Context: an optimization exercise on an open-source flow, tuned for small area, a short achievable clock period and few clock cycles per item. The choices shown serve that exercise and are no tape-out recipe. Where RTL was checked, it was by simulation tests only, not by an equivalence proof against the original. Power figures rest on the tool's default switching activity, not on a simulated workload.

==> flow/design.v (excerpt) <==
module spread_hash (
    input  wire          clk,
    input  wire          rst,         
    input  wire          start,       
    input  wire          kind,        
    input  wire [63:0]   mask,        
    input  wire [1023:0] words,       
    input  wire [31:0]   seed,        
    input  wire [319:0]  key,         
    output reg           done,        
    output wire [31:0]   hash
);
For scale: about 5000 cells after synthesis, ~340 flip-flops, about 39000 µm² of cells after synthesis.
export LEC_CHECK = 0
export CAP_MARGIN = 35
export CORE_AREA = 10 10 500 500
export DIE_AREA = 0 0 510 510
export SETUP_SLACK_MARGIN = 3.6
export SLEW_MARGIN = 35
create_clock -name core_clock -period 7.0 [get_ports {clk}]
standard.sh (not shown) runs the stock make flow with config.mk's settings and CLKGATE_MAP_FILE= SYNTH_SCRIPT=/design/flow/synth_recipe.tcl, a recipe that flattens the netlist after the stock synthesis.
==> flow/flow/run.sh <==
#!/bin/bash
# The standard layout (standard.sh: standard synthesis unchanged), except that the
# buffer that buffer_ports puts on every input and output port is the smallest buffer
# cell instead of the default choice (every port still gets its own buffer).
set -euo pipefail
export BUFFER_PORTS_ARGS="-buffer_cell sky130_fd_sc_hd__buf_1"
bash standard.sh finish > standard_flow.log 2>&1
Testbench counts at the start, summed over its fixed seeds: cycles 20,313, items 1,920.
Then changed:
SETUP_SLACK_MARGIN = 4.5   (was 3.6)
Final area goes up by a quarter to a third.
Worst setup slack improved by 220 ps.
Wire length went up by a few percent.
Global-route usage went up by 1.7 points.
Sequential share of layout area shrinks by 2.0 points.
Synthesized cell count stays the same.
Final cell count went up by a few percent.
Via count is higher by a little under a tenth.
Synthesized area does not change.
Combinational power increases by a quarter to a third.
Total power grows by a quarter to a third.
Then changed:
SETUP_SLACK_MARGIN = 0   (was 4.5)
The changed run went through all stages and came out clean.
Die area stays the same.
Global-route usage drops by 1.6 points.
Area after synthesis is unchanged.
Combinational power goes down by about 24%.
Final area is lower by 22%.
Cell count drops by about 6%.
First-iteration DRC count came out lower by 4.9%.
Total power drops by about 20%.
Then changed:
==> flow/run.sh (new file) <==
#!/bin/bash
# synth_recipe.tcl (not shown) runs the flow's synth.tcl, then flattens the netlist and writes it again
# the make line also repeats each setting of config.mk as NAME=value (left out here)
make -C /OpenROAD-flow-scripts/flow DESIGN_CONFIG=/design/flow/config.mk WORK_HOME=/design/flow/orfs CLKGATE_MAP_FILE= SYNTH_SCRIPT=/design/flow/synth_recipe.tcl finish
CORE_AREA = 10 10 550 550   (was 10 10 500 500)
DIE_AREA = 0 0 560 560   (was 0 0 510 510)
SETUP_SLACK_MARGIN = 4.5   (was 0)
removed: flow/flow/run.sh
removed: flow/standard.sh
What happened: The changed run passed the timing, design-rule and antenna checks. Final cell count goes up by about a fifth. Worst setup slack improves by 1100 ps. Hold slack degrades by 13 ps. Total power goes up by well over a third. Die area goes up by about a fifth. Area after synthesis is unchanged. Utilization goes up by 5.1 points. Non-clock buffer count goes up by 810. Maximum frequency goes up by a quarter to a third. Flip-flop and latch count stays the same. Routed wire length goes up by about a fifth.


Another version of the RTL of spread_hash (not shown whole).
For scale: about 340 flip-flops, roughly 39000 µm² of cells after synthesis.
export LEC_CHECK = 0
export CAP_MARGIN = 35
export CORE_AREA = 10 10 390 390
export DIE_AREA = 0 0 400 400
export SETUP_SLACK_MARGIN = 4.5
export SLEW_MARGIN = 35
create_clock -name core_clock -period 7.0 [get_ports {clk}]
run.sh (not shown) runs the stock make flow with config.mk's settings and CLKGATE_MAP_FILE= SYNTH_SCRIPT=/design/flow/synth_recipe.tcl, a recipe that flattens the netlist after the stock synthesis.
Stock flow here: none of the scripts above is used.
The starting point aborted during I/O pin placement.
Then changed:
Settings changed: SETUP_SLACK_MARGIN 4.5 to 3.8.
Effect: The new run stopped in I/O pin placement (PPL-0024); area after synthesis does not change; synthesized cell count does not change.
Then changed:
Settings changed: CORE_AREA 10 10 390 390 to 10 10 550 550, DIE_AREA 0 0 400 400 to 0 0 560 560, SETUP_SLACK_MARGIN 3.8 to 4.5.
Now the flow passed the timing, design-rule and antenna checks; synthesized cell count is unchanged; synthesized area is unchanged.
No functional check of the RTL was part of any run of this note.

## what the ideal ports hide
No port has a modelled driver above. Below, the same layouts with a new extraction and two added sets of constraints. Step 1: set_driving_cell puts a clkbuf_16 on clk and a buf_2 on each other input, an assumption about the parent block. Step 2 moves the port delays by t, midway between the first and last clock arrival at a register: inputs arrive t later, outputs are due t later. That takes back most of the time a late clock gives input paths. a / b / c = ideal ports / drivers / drivers and shift; a / b = the first two.
run | shift t [ns] | slack for setup (ns) | worst slew at a driven data input, ns
the first run of note 1 | 0.774 | 3.561 / 3.561 / 2.829 | 0.48
the second run of note 1 | 0.784 | 3.784 / 3.674 / 2.889 | 0.48
the third run of note 1 | 0.790 | 2.419 / 2.419 / 2.167 | 0.47
the fourth run of note 1 | 0.794 | 3.532 / 3.532 / 2.813 | 0.51
the third run of note 2 | 0.811 | 3.346 / 3.346 / 2.682 | 0.42
After both steps every run listed still meets setup and hold. For the second run of note 1, which loses most, drivers alone change the setup slack by -0.110 ns; drivers and shift together by -0.895 ns.
